Context: an optimization exercise on an open-source flow, tuned for small area, a short achievable clock period and few clock cycles per item. The choices shown serve that exercise and are no tape-out recipe.
Function was checked by simulation only, so behaviour that the tests miss may differ from the original.
Power is estimated from default activity; no workload was simulated.

`flow/design.v`:
```
module qmx_lane (
    input  wire [17:0] ent,
    input  wire [2:0]  c,          
    input  wire        rz,
    input  wire [8:0]  mxs,
    output wire        we,
    output wire [19:0] word        
);
    function [9:0] sub9(input [8:0] a, input [8:0] b);
        reg [9:0] x, y, g, p, c;
        integer i, s;
        begin
            x = {1'b0, a};
            y = ~{1'b0, b};
            g = x & y;
            p = x ^ y;
            g[0] = g[0] | p[0];                     
            c = g;
            for (s = 1; s < 10; s = s * 2)
                for (i = 9; i >= s; i = i - 1) begin
                    c[i] = c[i] | (p[i] & c[i-s]);
                    p[i] = p[i] & p[i-s];
                end
            sub9 = (x ^ y) ^ {c[8:0], 1'b1};
        end
    endfunction
    function [7:0] inc8(input [7:0] x);
        reg [7:0] a;
        integer i, s;
        begin
            a = x;
            for (s = 1; s < 8; s = s * 2)
                for (i = 7; i >= s; i = i - 1)
                    a[i] = a[i] & a[i-s];
            inc8 = x ^ {a[6:0], 1'b1};
        end
    endfunction
    wire       sgn = ent[17];
    wire [8:0] L   = ent[16:8];
    wire [7:0] F   = ent[7:0];
    wire       f43 = (c == 3'b000), f52 = (c == 3'b001), f32 = (c == 3'b010);
    wire       f23 = (c == 3'b011), f21 = (c == 3'b100);
    wire       is_int = (c == 3'b101);
    wire       nan_blk = (c == 3'b110);
    wire       inf_blk = (c == 3'b111);
    wire       m1  = f21;                   
    wire       m2  = f52 || f32;            
    wire       m3  = f43 || f23;            
    wire [4:0] negc1  = ({5{f43}} & 5'd19) | ({5{f52}} & 5'd4) | ({5{f32}} & 5'd27)
                      | ({5{f23 | f21}} & 5'd31) | ({5{is_int}} & 5'd1);
    wire [7:0] cb     = ({8{f43}} & 8'd27) | ({8{f52}} & 8'd19) | ({8{f32}} & 8'd31)
                      | ({8{f23 | f21 | is_int}} & 8'd33);
    wire [6:0] maxmag = ({7{f43}} & 7'h7E) | ({7{f52}} & 7'h7B) | ({7{f32 | f23}} & 7'h1F)
                      | ({7{f21}} & 7'h07);
    wire [9:0] sh   = sub9(mxs, L);
    wire       shn  = sh[9];                        
    wire       nrm  = !is_int && (shn || sh[8:1] == 8'd0);
    wire       far  = !shn && (sh[8:4] != 5'd0);    
    wire [3:0] s4   = sh[3:0];
    wire [7:0] X    = ({8{is_int}} & {1'b1, F[7:1]})
                    | ({8{m1}} & {5'd0, 1'b1, F[1:0]})
                    | ({8{m2}} & {4'd0, 1'b1, F[2:0]})
                    | ({8{m3}} & {3'd0, 1'b1, F[3:0]});
    wire       s0   = is_int ? F[0] : F[4];
    wire [15:0] xs  = {X, 8'd0} >> s4;
    wire [7:0] n    = far ? 8'd0 : xs[15:8];
    wire       g    = !far && xs[7];
    wire       st   = s0 || (|xs[6:0]);
    wire       up   = !rz && g && (st || n[0]);
    wire       neg  = is_int && sgn;
    wire [7:0] nx   = {8{neg}} ^ n;
    wire [7:0] nx1  = inc8(nx);
    wire [7:0] rn   = (up ^ neg) ? nx1 : nx;
    wire       iovf  = !sgn && (n == 8'h7F) && up;
    wire [7:0] ielem = iovf ? 8'h7F : rn;
    wire [4:0] smag = rn[4:0];
    wire [2:0] mb   = ({3{m1}} & {2'd0, F[1]}) | ({3{m2}} & {1'b0, F[2:1]}) | ({3{m3}} & F[3:1]);
    wire       un   = F[5];
    wire       tov  = F[6];
    wire [3:0] mbr  = {1'b0, mb} + {3'd0, un};
    wire       cy   = (m1 && mbr[1]) || (m2 && mbr[2]) || (m3 && mbr[3]);
    wire [4:0] E    = L[4:0] - mxs[4:0] + 5'd2 + {4'd0, cy};
    wire [6:0] nmag = ({7{m1}} & {1'b0, E, mbr[0]}) | ({7{m2}} & {E, mbr[1:0]})
                    | ({7{m3}} & {E[3:0], mbr[2:0]});
    wire       top  = (sh[4:0] == negc1);           
    wire       fovf = nrm && top && tov;
    wire [6:0] fmag = fovf ? maxmag : nrm ? nmag : {2'd0, smag};
    wire [7:0] felem = ({8{f32 | f23}} & {2'b00, sgn, fmag[4:0]})
                     | ({8{f21}} & {4'd0, sgn, fmag[2:0]})
                     | ({8{f43 | f52}} & {sgn, fmag});
    wire       clamp = is_int ? iovf : (fovf && !rz);
    wire [7:0] elem  = is_int ? ielem : felem;
    wire       lost  = (L != 9'd0) && !nrm && (n == 8'd0) && !up;
    wire [7:0] code  = mxs[7:0] - cb;
    wire       spec  = c[2] && c[1];
    assign we   = (L != 9'h1FF);
    assign word = spec ? {2'b00, inf_blk, nan_blk, 8'hFF, 8'h00}
                       : {clamp, lost, 2'b00, code, elem};
endmodule
module qmx_unit (
    input  wire        clk,
    input  wire        rst_n,       
    input  wire        in_valid,
    output wire        in_ready,
    input  wire [31:0] in_data,     
    input  wire        in_act,      
    input  wire [3:0]  in_fmt,      
    input  wire        in_rz,       
    output wire        out_valid,
    input  wire        out_ready,
    output wire [31:0] out_word,    
    output wire        out_we       
);
    function gt9(input [8:0] a, input [8:0] b);
        reg [9:0] x, y, g, p;
        integer i, s;
        begin
            x = {1'b0, b};
            y = ~{1'b0, a};
            g = x & y;
            p = x ^ y;
            g[0] = g[0] | p[0];
            for (s = 1; s < 10; s = s * 2)
                for (i = 9; i >= s; i = i - 1) begin
                    g[i] = g[i] | (p[i] & g[i-s]);
                    p[i] = p[i] & p[i-s];
                end
            gt9 = (x[9] ^ y[9]) ^ g[8];         
        end
    endfunction
    reg  [4:0]  ph;                 
    reg  [4:0]  q;                  
    reg         in_rdy;             
    reg         d_v;                
    reg  [26:0] d_hi;               
    reg         d_lo;               
    wire [31:0] d_x = {d_hi, 4'd0, d_lo};
    reg         d_act;
    reg  [2:0]  w_f;                
    reg         w_rz;
    reg  [17:0] ring [0:31];
    reg         full;               
    reg  [4:0]  ol;                 
    reg         pend;               
    reg  [2:0]  i_c;  reg i_rz;  reg [8:0] i_mx;                       
    reg  [2:0]  o_c;  reg o_rz;  reg [8:0] o_mx;                       
    reg         s_v;
    reg  [17:0] s_e;
    reg         o_v;
    reg         o_we;
    reg  [19:0] o_w;
    assign in_ready  = in_rdy;
    assign out_valid = o_v;
    assign out_we    = o_we;
    assign out_word  = {12'd0, o_w};
    wire        d_first = (q == 5'd0);
    wire        d_last  = (q == 5'd31);
    wire [7:0]  ex   = d_x[30:23];
    wire [22:0] man  = d_x[22:0];
    wire        nrmx = (ex != 8'd0);
    wire        fin  = (ex != 8'hFF);
    wire        val  = d_act && fin && (nrmx || man != 23'd0);   
    wire        z16  = (man[22:7] == 16'd0);
    wire [22:0] v1   = z16 ? {man[6:0], 16'd0} : man;                   
    wire        z8   = (v1[22:15] == 8'd0);
    wire [14:0] v2   = z8 ? v1[14:0] : v1[22:8];                         
    wire        t2   = z8 ? 1'b0 : (|v1[7:0]);
    wire        z4   = (v2[14:11] == 4'd0);
    wire [10:0] v3   = z4 ? v2[10:0] : v2[14:4];                         
    wire        t3   = t2 | (z4 ? 1'b0 : (|v2[3:0]));
    wire        z2   = (v3[10:9] == 2'd0);
    wire [8:0]  v4   = z2 ? v3[8:0] : v3[10:2];                          
    wire        t4   = t3 | (z2 ? 1'b0 : (|v3[1:0]));
    wire        z1   = !v4[8];
    wire [7:0]  v5   = z1 ? v4[7:0] : v4[8:1];                           
    wire        t5   = t4 | (z1 ? 1'b0 : v4[0]);
    wire [4:0]  lz   = {z16, z8, z4, z2, z1};
    wire [6:0]  fr   = nrmx ? man[22:16] : v5[6:0];
    wire        stk  = nrmx ? (|man[15:0]) : t5;
    wire [2:0]  wf   = w_f;
    wire        wrz  = w_rz;
    reg  [1:0]  wm;
    reg         wint, w43;
    always @* begin
        wint = 1'b0; w43 = 1'b0;
        case (wf)
            3'b000:  begin wm = 2'd3; w43 = 1'b1; end
            3'b001:  begin wm = 2'd2; end
            3'b010:  begin wm = 2'd2; end
            3'b011:  begin wm = 2'd3; end
            3'b100:  begin wm = 2'd1; end
            default: begin wm = 2'd3; wint = 1'b1; end
        endcase
    end
    wire [8:0]  lgc  = nrmx ? ({1'b0, ex} + 9'd32) : (9'd32 - {4'd0, lz});
    reg  [2:0]  w_mb;
    reg         w_g0, w_s0;
    always @* begin
        case (wm)
            2'd1:    begin w_mb = {2'd0, fr[6]};  w_g0 = fr[5]; w_s0 = (|fr[4:0]) | stk; end
            2'd2:    begin w_mb = {1'b0, fr[6:5]}; w_g0 = fr[4]; w_s0 = (|fr[3:0]) | stk; end
            default: begin w_mb = fr[6:4];        w_g0 = fr[3]; w_s0 = (|fr[2:0]) | stk; end
        endcase
    end
    wire        w_ones = (wm == 2'd1) ? w_mb[0] : (wm == 2'd2) ? (&w_mb[1:0]) : (&w_mb);
    wire        w_un   = !wrz && w_g0 && (w_s0 || w_mb[0]);
    wire        w_tov  = (w_un && w_ones) || (w43 && (w_mb[2:1] == 2'b11) && (w_mb[0] || w_un));
    reg  [3:0]  w_lo;
    always @* begin
        case (wm)
            2'd1:    w_lo = {2'd0, w_mb[0], w_g0};
            2'd2:    w_lo = {1'b0, w_mb[1:0], w_g0};
            default: w_lo = {w_mb, w_g0};
        endcase
    end
    wire [7:0]  e_F   = wint ? {fr, stk} : {1'b0, w_tov, w_un, w_s0, w_lo};
    wire [8:0]  e_L   = !d_act ? 9'h1FF : val ? lgc : 9'd0;
    wire [17:0] d_ent = {d_x[31], e_L, e_F};
    reg  [5:0]  w_k;                
    reg  [5:0]  w_fl;               
    always @* begin
        case (wf)
            3'b000:  begin w_k = 6'd19; w_fl = 6'd27; end
            3'b001:  begin w_k = 6'd4;  w_fl = 6'd19; end
            3'b010:  begin w_k = 6'd27; w_fl = 6'd31; end
            3'b011:  begin w_k = 6'd31; w_fl = 6'd33; end
            3'b100:  begin w_k = 6'd31; w_fl = 6'd33; end
            default: begin w_k = 6'd33; w_fl = 6'd33; end
        endcase
    end
    wire [8:0]  d_mxs = (d_act && fin && nrmx) ? ({1'b0, ex} + {3'd0, w_k}) : 9'd0;
    wire        d_nan = d_act && !fin && (man != 23'd0);
    wire        d_inf = d_act && !fin && (man == 23'd0);
    wire       at        = (ph == q);                   
    wire       e_ol_q    = (ol == q);
    wire       e_olm_q   = (ol == q + 5'd1);
    wire       e_ph1_q   = (ph + 5'd1 == q);
    wire       wr        = d_v && at && !(full && e_ol_q) && !(d_first && pend);
    wire       in_fire   = in_valid && in_rdy;
    wire       d_load    = !d_v || wr;
    wire       done      = wr && d_last;                
    wire       o_take    = !o_v || out_ready;           
    wire       s_take    = !s_v || o_take;              
    wire       rd_pre    = (full && (ph + 5'd1 == ol)) || done;
    wire       rd        = rd_pre && s_take;
    wire [8:0] i_base    = d_first ? {3'd0, w_fl} : i_mx;
    wire [8:0] n_mx      = (d_mxs > i_base) ? d_mxs : i_base;
    wire       n_nan     = d_nan || (!d_first && i_c == 3'b110);
    wire       n_inf     = d_inf || (!d_first && i_c == 3'b111);
    wire [2:0] n_c       = n_nan ? 3'b110 : n_inf ? 3'b111 : wf;
    wire       sw        = (done || pend) && s_take;
    wire       xf        = !full || !e_olm_q;
    wire       xb        = !full || !e_ol_q;
    wire       f_t       = done || xf || rd_pre;
    wire       f_f       = !done && xf && !(d_last && pend);
    wire       b_t       = e_ph1_q && (!d_v || xb || rd_pre);
    wire       b_f       = e_ph1_q && (!d_v || (xb && !(d_first && pend)));
    wire       rdy_n     = in_fire ? (s_take ? f_t : f_f) : (s_take ? b_t : b_f);
    always @(posedge clk) begin
        if (!rst_n) begin
            ph       <= 5'd31;
            q        <= 5'd31;
            in_rdy   <= 1'b1;
            d_v      <= 1'b0;
            full     <= 1'b0;
            ol       <= 5'd0;
            pend     <= 1'b0;
            s_v      <= 1'b0;
            o_v      <= 1'b0;
        end else begin
            ph       <= ph + 5'd1;
            if (in_fire) q <= q + 5'd1;
            in_rdy   <= rdy_n;
            d_v      <= in_fire || (d_v && !wr);
            if (done) begin
                full <= 1'b1;
                ol   <= {4'd0, rd};
            end else if (rd) begin
                if (ol == 5'd31) full <= 1'b0;
                ol   <= ol + 5'd1;
            end
            pend     <= (done || pend) && !s_take;
            if (s_take) s_v <= rd_pre;
            if (o_take) o_v <= s_v;
        end
    end
    always @(posedge clk) begin
        if (d_load) begin
            d_hi  <= in_data[31:5];
            d_lo  <= |in_data[4:0];
            d_act <= in_act;
        end
        if (in_fire && q == 5'd31) begin
            w_f  <= {in_fmt[3], in_fmt[1:0]};
            w_rz <= in_rz;
        end
    end
    integer r;
    always @(posedge clk) begin
        ring[0] <= wr ? d_ent : ring[31];
        for (r = 1; r < 32; r = r + 1)
            ring[r] <= ring[r-1];
    end
    always @(posedge clk) begin
        if (wr) begin
            i_c <= n_c;  i_rz <= wrz;  i_mx <= n_mx;
        end
        if (sw) begin
            if (done) begin
                o_c <= n_c;  o_rz <= wrz;  o_mx <= n_mx;
            end else begin
                o_c <= i_c;  o_rz <= i_rz; o_mx <= i_mx;
            end
        end
    end
    wire        l_we;
    wire [19:0] l_w;
    qmx_lane u_lane (
        .ent     (s_e),
        .c       (o_c),
        .rz      (o_rz),
        .mxs     (o_mx),
        .we      (l_we),
        .word    (l_w)
    );
    always @(posedge clk) begin
        if (s_take) s_e <= ring[30];
        if (o_take) begin
            o_we <= l_we;
            o_w  <= l_w;
        end
    end
endmodule
```
`flow/flow/run.sh`:
```
#!/bin/bash
set -euo pipefail
rm -rf scripts_local
cp -r "$FLOW_HOME/scripts" scripts_local
cp flow/abc_area.script scripts_local/abc_area.script
export SCRIPTS_DIR="$PWD/scripts_local"
export BUFFER_PORTS_ARGS="-buffer_cell sky130_fd_sc_hd__buf_2"
export SETUP_SLACK_MARGIN=$(cat flow/setup_margin)
bash standard.sh > standard.log 2>&1
```
`flow/flow/abc_area.script`:
```
strash
dc2
dch -f
amap
strash
dch -f
amap
```
`flow/flow/setup_margin`:
```
13.2
```
`flow/standard.sh`:
```
#!/bin/bash
# synth_recipe.tcl (not shown) runs the flow's synth.tcl, then flattens the netlist and writes it again
# the make line also repeats each setting of config.mk as NAME=value (left out here)
make -C /OpenROAD-flow-scripts/flow DESIGN_CONFIG=/design/flow/config.mk WORK_HOME=/design/flow/orfs CLKGATE_MAP_FILE= SYNTH_SCRIPT=/design/flow/synth_recipe.tcl "${@:-finish}"
```
`flow/config.mk`:
```
export PLATFORM = sky130hd
export DESIGN_NAME = qmx_unit
export DESIGN_NICKNAME = qmx_unit
export VERILOG_FILES = /design/flow/design.v
export SDC_FILE = /design/flow/constraint.sdc
export NUM_CORES = 4
export LEC_CHECK = 0
export ABC_AREA = 1
export CAP_MARGIN = 20
export CORE_MARGIN = 2
export CORE_UTILIZATION = 40
export CTS_BUF_LIST = sky130_fd_sc_hd__clkbuf_8
export CTS_CLUSTER_DIAMETER = 90
export CTS_CLUSTER_SIZE = 18
export SLEW_MARGIN = 20
```
`flow/constraint.sdc`:
```
create_clock -name core_clock -period 18.0 [get_ports {clk}]
set_input_delay 3.6000 -clock core_clock [delete_from_list [all_inputs] [get_ports {clk}]]
set_output_delay 3.6000 -clock core_clock [all_outputs]
set_load 0.01 [all_outputs]
```
==> impl_results.html <==
<table>
<tr><th>Metric</th><th>Value</th></tr>
<tr><th colspan="2">Flow run</th></tr>
<tr><td>Max Cap Viol</td><td>0</td></tr>
<tr><th colspan="2">STA</th></tr>
<tr><td>Total count of max-transition violations in the final report</td><td>0</td></tr>
<tr><td>Final worst clock skew</td><td>0.0517 ns</td></tr>
<tr><td>Achievable Freq</td><td>208 MHz</td></tr>
<tr><td>Setup violations, final</td><td>0</td></tr>
<tr><td>Hold Vio Cnt, Final</td><td>0</td></tr>
<tr><td>Final clock period utilization by the worst path</td><td>0.267</td></tr>
<tr><td>Setup_tns</td><td>0 ns</td></tr>
<tr><td>RSZ-0062 raised after global routing</td><td>yes</td></tr>
<tr><td>Slew Limit Headroom</td><td>0.535</td></tr>
<tr><td>Worst Max-Slew Pin Slew</td><td>0.693 ns</td></tr>
<tr><td>WHS</td><td>0.308 ns</td></tr>
<tr><td>Period minus WS final</td><td>4.80 ns</td></tr>
<tr><th colspan="2">Global routing</th></tr>
<tr><td>Leftover overflow at the end of global routing</td><td>0</td></tr>
<tr><td>Wire length of the first global-routing pass</td><td>55,100 µm</td></tr>
<tr><td>Initial antenna violation count</td><td>0</td></tr>
<tr><td>Overall Global Routing Usage</td><td>0.137</td></tr>
<tr><td>Maximum number of pins on one net before global-route repair</td><td>31</td></tr>
<tr><td>Vias in the first global route</td><td>10,400</td></tr>
<tr><th colspan="2">Setup path</th></tr>
<tr><td>Kind of start point of the critical path</td><td>flip-flop</td></tr>
<tr><td>Critical setup path kind</td><td>flip-flop to primary output</td></tr>
<tr><td>Cell breakdown of the critical path</td><td>buf_2</td></tr>
<tr><td>Highest cell delay on the worst timing path</td><td>0.39 ns</td></tr>
<tr><td>Worst path buffer plus inverter count</td><td>1</td></tr>
<tr><td>Maximum fanout along the worst path</td><td>1</td></tr>
<tr><td>Capturing element type of the critical path</td><td>primary output</td></tr>
<tr><td>Standard cell with the maximum stage delay on the critical path</td><td>edfxtp_1</td></tr>
<tr><td>Required arrival time at the worst endpoint</td><td>14.40 ns</td></tr>
<tr><td>Data arrival time of the worst path</td><td>1.20 ns</td></tr>
<tr><td>Family with the most delay on the worst path</td><td>flip-flops</td></tr>
<tr><th colspan="2">Clock tree</th></tr>
<tr><td>Clk sinks</td><td>695</td></tr>
<tr><td>TritonCTS clock tree</td><td>done</td></tr>
<tr><td>Cell chosen for the clock root</td><td>clkbuf_8</td></tr>
<tr><td>Clock Path Buffers</td><td>3</td></tr>
<tr><td>CTS Hold Buffers Added</td><td>0</td></tr>
<tr><td>CTS buffer count</td><td>45</td></tr>
<tr><td>Maximum level of the CTS H-tree</td><td>2</td></tr>
<tr><td>Clock input transition at the sequential cells of the worst setup and hold paths</td><td>0.13 ns</td></tr>
<tr><td>Clock latency of the later-clocked register in the worst-skew pair</td><td>0.67 ns</td></tr>
<tr><th colspan="2">Detailed routing</th></tr>
<tr><td>Iteration-0 DRC count of the detailed router</td><td>639</td></tr>
<tr><td>Via total after detailed routing</td><td>10,900</td></tr>
<tr><td>Post-route DRC</td><td>0</td></tr>
<tr><td>Total length of routed wires</td><td>34,800 µm</td></tr>
<tr><td>First-pass detailed-route iteration total</td><td>4</td></tr>
<tr><td>Routed wire per std cell</td><td>15.2 µm</td></tr>
<tr><td>Vias per inst</td><td>4.78</td></tr>
<tr><td>Number of nets still failing antenna checks after routing</td><td>0</td></tr>
<tr><th colspan="2">Synth</th></tr>
<tr><td>Warnings, synthesis</td><td>3</td></tr>
<tr><td>Yosys reg bits</td><td>695</td></tr>
<tr><td>Synthesized area divided by synthesized cell count</td><td>13.0 µm²</td></tr>
<tr><td>Seq/Total Area, Yosys</td><td>0.762</td></tr>
<tr><td>Async set-or-reset flop fraction in the synthesized netlist</td><td>0</td></tr>
<tr><td>Synth Flop Type</td><td>dfxtp_1</td></tr>
<tr><td>Number of instances in the synthesized netlist</td><td>1,504</td></tr>
<tr><td>Netlist area before placement</td><td>0.0195 mm²</td></tr>
<tr><td>Count of flip-flops with a built-in enable after synthesis</td><td>98</td></tr>
<tr><td>Post-synthesis cell type count</td><td>53</td></tr>
<tr><th colspan="2">Die</th></tr>
<tr><td>X dimension of the die</td><td>225 µm</td></tr>
<tr><td>Area enclosed by the die boundary</td><td>0.0506 mm²</td></tr>
<tr><td>Boundary Pins</td><td>77</td></tr>
<tr><td>CORE AREA</td><td>0.0479 mm²</td></tr>
<tr><td>Initial core utilization</td><td>0.408</td></tr>
<tr><td>Std cell rows</td><td>80</td></tr>
<tr><td>Overall die height</td><td>225 µm</td></tr>
<tr><th colspan="2">Placement</th></tr>
<tr><td>Placed standard-cell area</td><td>0.0207 mm²</td></tr>
<tr><td>PortBufs</td><td>63</td></tr>
<tr><td>RD Place Congestion</td><td>0.852</td></tr>
<tr><td>Dpl hpwl</td><td>23,800 µm</td></tr>
<tr><th colspan="2">Power</th></tr>
<tr><td>Peak supply drop</td><td>0.0000786 V</td></tr>
<tr><td>Power density relative to cell area</td><td>117 mW/mm²</td></tr>
<tr><td>Leakage component of the power</td><td>8.53 nW</td></tr>
<tr><th colspan="2">Final layout</th></tr>
<tr><td>Register area</td><td>0.0149 mm²</td></tr>
<tr><td>Layout cell share with drive strength beyond 1</td><td>0.140</td></tr>
<tr><td>Post-layout nets</td><td>1,746</td></tr>
<tr><td>Total inserted antenna cells</td><td>0</td></tr>
<tr><td>Fin util</td><td>0.459</td></tr>
<tr><td>Relative area change from synthesis to final layout</td><td>12.7%</td></tr>
<tr><td>Area occupied by multi-input gates</td><td>0.00453 mm²</td></tr>
<tr><td>Final std cell area, no fill</td><td>0.0220 mm²</td></tr>
<tr><td>Fillers</td><td>4,301</td></tr>
<tr><th colspan="2">Status</th></tr>
<tr><td>Run status</td><td>finished clean</td></tr>
<tr><th colspan="2">Hold path</th></tr>
<tr><td>Hold crit path type</td><td>flip-flop to flip-flop</td></tr>
</table>
metrics by stage:
stage	worst slack, ns	std cells	total power, mW
2_1_floorplan	13.04	1515	1.84
3_3_place_gp	11.77	2187	1.89
3_5_place_dp	11.88	2187	1.90
4_1_cts	13.10	2263	2.60
5_1_grt	13.08	2284	2.69
6_report	13.20	2284	2.57
worst paths after layout:
check	cells after the start	end	startpoint	slack, ns
hold / removal	0	ring[22][8]$_DFF_P_	ring[21][8]$_DFF_P_	0.31
hold reg to reg	0	ring[22][8]$_DFF_P_	ring[21][8]$_DFF_P_	0.31
setup reg to reg	22	o_w[5]$_SDFFCE_PP0P_	o_c[2]$_DFFE_PP_	13.44
setup / recovery	1	out_we	o_we$_DFFE_PP_	13.20
where the power goes:
group          internal [mW]  switching [mW]
clock network          0.245           0.449
registers               1.68          0.0355
logic                 0.0620           0.103
total                   1.99           0.587
area by class of cell:
class,count,share of cell area
flip-flops and latches,695,0.676
clock buffers,47,0.0294
clock inverters,20,0.00466
multi-input cells,681,0.206
well taps,615,0.0349
inverters,127,0.0228
repair buffers,99,0.0266
synthesized netlist by cell type, types with 2 or more instances:
cell type	number	share of area
a32o_1	3	0.0015
a21o_1	4	0.0015
or3_1	6	0.0019
a21boi_0	3	0.0012
o221a_1	2	0.0012
o21ai_0	44	0.011
a221oi_1	3	0.0013
fa_1	4	0.0041
o32a_1	3	0.0015
o2111ai_1	2	0.00090
nor2b_1	6	0.0019
o21a_1	15	0.0058
a31oi_1	8	0.0026
o32ai_1	5	0.0022
o41ai_1	2	0.00090
nor2_1	154	0.030
a222oi_1	3	0.0015
a22oi_1	5	0.0019
o21bai_1	7	0.0027
o211ai_1	2	0.00077
ha_1	51	0.033
nand2_1	78	0.015
nand3_1	10	0.0026
nand4_1	9	0.0029
dfxtp_1	597	0.61
nor4b_1	2	0.00090
o22a_1	23	0.010
o221ai_1	14	0.0063
o41a_1	2	0.0012
nor3_1	29	0.0074
a311oi_1	3	0.0013
or2_0	7	0.0022
a2111oi_0	3	0.0013
a211oi_1	15	0.0058
buf_4	12	0.0046
o311ai_0	2	0.00090
and3_1	2	0.00064
edfxtp_1	98	0.15
nor4_1	11	0.0035
a21oi_1	67	0.017
o22ai_1	46	0.015
and2_0	3	0.00096
clkinv_1	127	0.024
nand2b_1	3	0.00096
per-layer routing:
metal	vias up	wire length, µm	part of all wire	GRT usage
met5	-	0	0	0
met4	0	904	0.026	0.0513
met3	62	1620	0.047	0.0252
met2	240	14400	0.41	0.201
li1	5470	-	-	-
met1	5136	17900	0.51	0.203
sequential cells by signal, summed over array words and instances (netlist names), 3 cells and up:
name and flops:
ring 576, d_hi 27, o_w 20, s_e 18
i_mx 9, o_mx 9, ol 5, ph 5
q 5, i_c 3, o_c 3, w_f 3
cells by family (layout without fill, tap and decap cells):
logic type	Yosys count	in the layout	synth area share
AND/OR/NAND/NOR	323	323	0.0716
flip-flops	695	695	0.762
AO/OA/AOI/OAI	291	291	0.100
other	1	12	0.000192
adder cells (fa/ha/maj)	55	55	0.0368
buffers and inverters	139	293	0.0290
repair_timing:
| action | in CTS | in global routing |
|---|---|---|
| setup buffers | 9 | 20 |
| pin swaps | 8 | 11 |
| setup endpoints to repair | 46 | 51 |
| resized for setup | 47 | 61 |
layout by cell type (no fill, tap or decap), drive strengths merged, types with 4 or more instances in the layout:
| cell type | count |
|---|---|
| o21ai | 44 |
| nor2 | 154 |
| or2 | 7 |
| nand3 | 10 |
| conb | 12 |
| nor4 | 11 |
| ha | 51 |
| nand2 | 78 |
| o22ai | 46 |
| dfxtp | 597 |
| clkbuf | 47 |
| nor2b | 6 |
| o21bai | 7 |
| buf | 99 |
| inv | 29 |
| a21o | 4 |
| a31oi | 8 |
| a211oi | 15 |
| fa | 4 |
| o221ai | 14 |
| a22oi | 5 |
| clkinv | 115 |
| nor3 | 29 |
| o22a | 23 |
| nand4 | 9 |
| a21oi | 67 |
| o32ai | 5 |
| or3 | 6 |
| edfxtp | 98 |
| o21a | 15 |
Testbench counts, summed over its fixed seeds: cycles 33,040, blocks 1,024.

port drivers added, routing unchanged:
How much do the figures lean on ideal ports? The routed layout below was timed once more, with nothing changed but the port constraints. Step 1, drivers: a clkbuf_16 drives clk and a buf_2 each remaining input, both assumed. Step 2 also shifts input and output timing later by t, the mid clock arrival at the registers, as if the neighbouring blocks saw the same clock. Slacks: ideal / step 1 / step 2; pairs: ideal / step 1.
t (ns): 0.689
setup slack, ns: 13.196 / 13.145 / 12.778
clock arrival spread, ns: 0.060 / 0.060
After both steps this run still meets setup and hold. The setup slack of this run moves by -0.051 ns with the drivers and by -0.418 ns with both steps.
